Source: an optimization exercise on an open RTL-to-GDS flow (aim: small area and a short achievable clock period). Production flows keep margins and buffers that such runs may drop.
In this exercise RTL edits were held to simulation tests only and were not proved equivalent to the original.

`flow/constraint.sdc`:
```
create_clock -name core_clock -period 40.0 [get_ports {clk}]
set_input_delay 8.0000 -clock core_clock [delete_from_list [all_inputs] [get_ports {clk}]]
set_output_delay 8.0000 -clock core_clock [all_outputs]
set_load 0.01 [all_outputs]
```
`flow/design.v`:
```
module chk_unit (
    input  wire        clk,
    input  wire        rst,         
    input  wire        in_valid,
    input  wire        in_first,    
    input  wire        in_last,     
    input  wire [2:0]  in_code,
    input  wire [63:0] in_data,
    input  wire [3:0]  in_nbytes,   
    input  wire [2:0]  in_tail,     
    output reg         out_valid,
    output reg  [31:0] out_value
);
    function [4:0] step5(input [4:0] r, input b);
        step5 = {r[3:0], 1'b0} ^ ((r[4] ^ b) ? 5'h09 : 5'h00);
    endfunction
    function [7:0] step8(input [7:0] r, input b);
        step8 = {r[6:0], 1'b0} ^ ((r[7] ^ b) ? 8'h07 : 8'h00);
    endfunction
    function [15:0] step16(input [15:0] r, input b);
        step16 = {r[14:0], 1'b0} ^ ((r[15] ^ b) ? 16'h1021 : 16'h0000);
    endfunction
    function [31:0] step32(input [31:0] r, input b);
        step32 = {r[30:0], 1'b0} ^ ((r[31] ^ b) ? 32'h04C11DB7 : 32'h00000000);
    endfunction
    function [15:0] rev16(input [15:0] v);
        integer k;
        for (k = 0; k < 16; k = k + 1) rev16[k] = v[15-k];
    endfunction
    function [31:0] rev32(input [31:0] v);
        integer k;
        for (k = 0; k < 32; k = k + 1) rev32[k] = v[31-k];
    endfunction
    reg        busy_q;    
    reg [2:0]  code_q;    
    reg [31:0] crc_q;     
    wire [2:0] code = in_first ? in_code : code_q;
    reg [31:0] start;
    always @(*) begin
        if (in_first) begin
            case (in_code)
                3'd0:    start = 32'h0000_0009;
                3'd1:    start = 32'h0000_FFFF;
                3'd2:    start = 32'h0000_C6C6;
                3'd3:    start = 32'h0000_FFFF;
                3'd4:    start = 32'h0000_0000;
                default: start = 32'hFFFF_FFFF;
            endcase
        end else begin
            start = crc_q;
        end
    end
    reg [6:0] nbits;
    always @(*) begin
        if (in_last) begin
            if (in_tail != 3'd0)
                nbits = {in_nbytes - 4'd1, 3'b000} + {4'd0, in_tail};
            else
                nbits = {in_nbytes, 3'b000};
        end else begin
            nbits = 7'd64;
        end
    end
    reg [63:0] bits_msb;   
    reg [63:0] bits_lsb;   
    integer by, bi;
    always @(*) begin
        for (by = 0; by < 8; by = by + 1) begin
            for (bi = 0; bi < 8; bi = bi + 1) begin
                bits_msb[8*by + bi] = in_data[8*by + 7 - bi];
                bits_lsb[8*by + bi] = in_data[8*by + bi];
            end
        end
    end
    reg [4:0]  c0;
    reg [15:0] c1, c2, c3;
    reg [7:0]  c4;
    reg [31:0] c5;
    integer i;
    always @(*) begin
        c0 = start[4:0];
        c1 = start[15:0];
        c2 = start[15:0];
        c3 = start[15:0];
        c4 = start[7:0];
        c5 = start;
        for (i = 0; i < 64; i = i + 1) begin
            if (i < nbits) begin
                c0 = step5 (c0, bits_msb[i]);
                c1 = step16(c1, bits_msb[i]);
                c2 = step16(c2, bits_lsb[i]);
                c3 = step16(c3, bits_lsb[i]);
                c4 = step8 (c4, bits_msb[i]);
                c5 = step32(c5, bits_lsb[i]);
            end
        end
    end
    reg [31:0] next_crc;
    always @(*) begin
        case (code)
            3'd0:    next_crc = {27'd0, c0};
            3'd1:    next_crc = {16'd0, c1};
            3'd2:    next_crc = {16'd0, c2};
            3'd3:    next_crc = {16'd0, c3};
            3'd4:    next_crc = {24'd0, c4};
            default: next_crc = c5;
        endcase
    end
    reg [31:0] final_val;
    always @(*) begin
        case (code)
            3'd0:    final_val = {27'd0, next_crc[4:0]};
            3'd1:    final_val = {16'd0, next_crc[15:0] ^ 16'hFFFF};
            3'd2:    final_val = {16'd0, rev16(next_crc[15:0])};
            3'd3:    final_val = {16'd0, rev16(next_crc[15:0]) ^ 16'hFFFF};
            3'd4:    final_val = {24'd0, next_crc[7:0]};
            default: final_val = rev32(next_crc) ^ 32'hFFFF_FFFF;
        endcase
    end
    wire take = in_valid && (in_first || busy_q);
    always @(posedge clk) begin
        if (rst) begin
            busy_q    <= 1'b0;
            code_q    <= 3'd0;
            crc_q     <= 32'd0;
            out_valid <= 1'b0;
            out_value <= 32'd0;
        end else begin
            out_valid <= 1'b0;
            if (take) begin
                code_q <= code;
                crc_q  <= next_crc;
                busy_q <= !in_last;
                if (in_last) begin
                    out_valid <= 1'b1;
                    out_value <= final_val;
                end
            end
        end
    end
endmodule
```
`flow/config.mk`:
```
export PLATFORM = sky130hd
export DESIGN_NAME = chk_unit
export DESIGN_NICKNAME = chk_unit
export VERILOG_FILES = /design/flow/design.v
export SDC_FILE = /design/flow/constraint.sdc
export NUM_CORES = 8
export LEC_CHECK = 0
export CAP_MARGIN = 20
export CORE_MARGIN = 2
export CORE_UTILIZATION = 40
export SLEW_MARGIN = 20
```
`flow/run.sh`:
```
#!/bin/bash
# synth_recipe.tcl (not shown) runs the flow's synth.tcl, then flattens the netlist and writes it again
# the make line also repeats each setting of config.mk as NAME=value (left out here)
make -C /OpenROAD-flow-scripts/flow DESIGN_CONFIG=/design/flow/config.mk WORK_HOME=/design/flow/orfs CLKGATE_MAP_FILE= SYNTH_SCRIPT=/design/flow/synth_recipe.tcl finish
```
==> impl_metrics.py <==
metrics = {
    "status": {
        "outcome": "no timing/DRC/antenna violations",
    },
    "floorplan": {
        "io_pins": 112,
        "die_h_um": 484,
        "start_util_pct": 40.1,
        "rows": 176,
        "die_area_mm2": 0.234,
        "die_x_um": 484,
        "core_area_mm2": 0.230,
    },
    "routing": {
        "dr.pass1.iters": 10,
        "dr_total_vias": 125000,
        "final_antenna_net_count": 0,
        "first_iter_violations": 22300,
        "wl_per_cell_um": 31.7,
        "wirelength_um": 538000,
        "viasPerCell": 7.34,
        "remaining_drc_errors": 0,
    },
    "logic_synthesis": {
        "seq_area_frac_synth_pct": 1.50,
        "synth_top_cells_by_count": "1579 x nor2_1, 1523 x nand2_1, 1253 x a21oi_1",
        "synth-seq-cells": 69,
        "synthAdderAreaFrac_pct": 0.0136,
        "yosysWarnings": 1,
        "syn_nets": 14700,
        "synth-xor-area-share_pct": 16.5,
        "synth-simple-area-share_pct": 26.9,
        "syn_avg_cell_area_um2": 6.29,
        "synth_top_area_share_pct": 10.6,
        "synth-edff-count": 0,
        "synth_largest_area_cell": "xnor2_1",
        "ys_top_cells_by_area": "xnor2_1 11%, a21oi_1 6.8%, nor2_1 6.4%, nand2_1 6.2%, o21ai_0 5.8%",
        "synth.area.mux_share_pct": 6.95,
        "synth_cells": 14700,
        "synth_ff_type": "dfxtp_1",
        "synth_cell_types": 138,
        "synth.most_common_cell": "nor2_1",
        "synth-compound-area-share_pct": 42.2,
        "synthesis.area_mm2": 0.0922,
        "async_reset_ff_share_pct": 0,
        "synth_top_family_by_area": "compound AO/OA/AOI/OAI gates",
    },
    "worst_setup_path": {
        "path_delay_family": "compound AO/OA/AOI/OAI gates",
        "slowest_stage": "clkdlybuf4s50_1",
        "endpoint_kind": "flip-flop",
        "worst-path-max-fanout": 64,
        "worstSetupPathType": "primary input to flip-flop",
        "worstPathRequired_ns": 40.22,
        "crit_path_max_incr_delay_ns": 1.00,
        "critPathArrivalTime_ns": 33.56,
        "startpoint_type": "primary input",
        "worst-path-buf-inv": 2,
    },
    "sta": {
        "hold_viol": 0,
        "holdWs_ns": 0.463,
        "finalWorstSetupSlack_ns": 6.66,
        "fin_tns_setup_ns": 0,
        "worst_pin_slew_ns": 1.31,
        "slew_headroom_pct": 12.6,
        "rsz0062_at_grt": "false",
        "fin_crit_sh_pct": 83.3,
        "setup_viol": 0,
        "skew_ns": 0.0121,
        "max_clock_freq_mhz": 30.0,
        "min_period_ns": 33.34,
        "drv_slew": 0,
    },
    "finish": {
        "drive_gt1_share_pct": 8.34,
        "syn2layout_area_growth_pct": 5.51,
        "nNetsFinal": 14000,
    },
    "job": {
        "cap_viol_max_count": 0,
    },
    "global_routing": {
        "antenna_found_initial": 20,
        "grtUsageMet1_pct": 57.4,
        "grtUsageMet2_pct": 61.0,
        "grt-busiest-layer": "met2",
        "grt.overflow.total": 0,
        "track_usage_pct": 42.9,
        "grt_max_degree": 95,
        "grt_pass1_vias": 111000,
        "grt_pass1_wl_um": 776000,
        "met3_usage_pct": 12.3,
    },
    "cts": {
        "post-cts-setup-buffers": 0,
        "cts_tree": "yes",
        "hold_buffers": 0,
        "numCtsBuffers": 9,
        "clock-sinks": 69,
        "path_clk_slew_ns": 0.06,
        "worstSkewPairLatency_ns": 0.34,
        "root_buffer": "clkbuf_16",
        "cts_htree_levels": 3,
        "ctsResizeCount": 0,
        "cts_buffer_depth": 2,
    },
    "placed_design": {
        "dp_slack_ns": 7.08,
        "portBuffers": 111,
        "gp_congestion": 1.07,
        "hpwl_um": 407000,
    },
    "min_path": {
        "hp-class": "flip-flop to flip-flop",
    },
}
[routing by layer]
metal	wire length [um]	part of all wire [%]	vias up
met5	170	0.032	-
met4	36200	6.7	10
met3	76300	14	2030
met2	215000	40	10100
met1	211000	39	58500
li1	-	-	54100
[through the flow]
| stage | utilization, % | area (um2) | instances |
|---|---|---|---|
| 3_5_place_dp | 42.2 | 96800 | 17000 |
| 4_1_cts | 42.3 | 97200 | 17000 |
| 2_1_floorplan | - | 92200 | 14700 |
| 6_report | 42.4 | 97300 | 17000 |
| 5_1_grt | 42.3 | 97300 | 17000 |
| 3_3_place_gp | 42.2 | 96800 | 17000 |
[worst paths after layout]
| path | to | start | depth (start not counted) | slack, ns |
|---|---|---|---|---|
| min | out_value[11] | out_value[11] | 2 | 0.46 |
| max reg2reg | out_value[15] | crc_q[0] | 69 | 16.25 |
| max | out_value[15] | in_tail[1] | 69 | 6.66 |
| min reg2reg | out_value[11] | out_value[11] | 2 | 0.46 |
[layout make-up]
type                            instances  area [um2]
Sequential cell                        69        1380
Fill cell                           24800      132000
Multi-Input combinational cell      13200       86500
Tap cell                             3026        3790
Timing Repair Buffer                  613        4920
Inverter                               81         304
Clock buffer                           10         239
Clock inverter                          6         110
Antenna cell                           17        42.5
[cell families (layout without fill, tap and decap cells)]
kind of cell             Yosys count  in the layout
multiplexers                     620            620
adder cells (fa/ha/maj)            1              1
AO/OA/AOI/OAI                   5694           5694
buffers and inverters           1428            710
AND/OR/NAND/NOR                 5324           5324
flip-flops                        69             69
XOR/XNOR                        1526           1526
other                              0             17
[placed cells by master, fill, tap and decap left out, types with 52 or more instances in the layout]
| cell | synthesis | final |
|---|---|---|
| mux2_2 | 133 | 133 |
| xnor2_1 | 1118 | 1104 |
| a21oi_1 | 1253 | 1229 |
| o211a_1 | 104 | 104 |
| o31ai_1 | 156 | 155 |
| o21a_1 | 137 | 137 |
| nor4_1 | 115 | 114 |
| a221o_1 | 74 | 74 |
| a31oi_1 | 275 | 275 |
| o221a_2 | 69 | 69 |
| a21o_1 | 146 | 146 |
| o221ai_1 | 169 | 169 |
| dfxtp_1 | 69 | 69 |
| o22ai_1 | 160 | 160 |
| and2_1 | 219 | 218 |
| nor2_1 | 1579 | 1533 |
| a22oi_1 | 105 | 105 |
| or2_2 | 108 | 108 |
| nand4_1 | 104 | 104 |
| a211o_1 | 135 | 135 |
| nor3_1 | 494 | 488 |
| nand2b_1 | 90 | 90 |
| xor2_1 | 272 | 272 |
| mux2i_1 | 477 | 477 |
| a221oi_1 | 177 | 177 |
| buf_4 | 8 | 495 |
| a211oi_1 | 420 | 416 |
| o31a_1 | 52 | 52 |
| or3_1 | 181 | 181 |
| o21ai_0 | 1065 | 1059 |
| xnor3_1 | 125 | 125 |
| nand2_1 | 1523 | 1487 |
| inv_1 | 57 | 57 |
| o2111ai_1 | 56 | 56 |
| clkdlybuf4s50_1 | 0 | 109 |
| and3_1 | 166 | 166 |
| o211ai_1 | 391 | 391 |
| nand3_1 | 487 | 482 |
[registers in the layout, indices dropped and copies added (netlist names)]
register   cells
crc_q         32
out_valid      1
busy_q         1
out_value     32
code_q         3
[worst min-delay path, stage by stage (launching register included)]
cell and delay, ns:
dfxtp_1 0.32, nand2_1 0.06, nand2_1 0.04

==> re-timing with driven ports <==
How much do the figures lean on ideal ports? The routed layout below was timed once more, with nothing changed but the port constraints.
Step 1 (the two cells are an assumption about what drives the block):
set clk [get_ports {clk}]
set_driving_cell -lib_cell sky130_fd_sc_hd__clkbuf_16 $clk
set_driving_cell -lib_cell sky130_fd_sc_hd__buf_2 [delete_from_list [all_inputs] $clk]
Step 2 moves the port delays by t, midway between the first and last clock arrival at a register: inputs arrive t later, outputs are due t later. That takes back most of the time a late clock gives input paths.
a / b / c = ideal ports / drivers / drivers and shift; a / b = the first two.
t, ns: 0.375
setup slack, ns: 6.663 / 6.677 / 6.302
clock arrival spread, ns: 0.012 / 0.012
pins driven straight from the clock port: 1
After both steps this run still meets setup and hold. For this run, drivers alone change the setup slack by +0.014 ns; drivers and shift together by -0.361 ns.
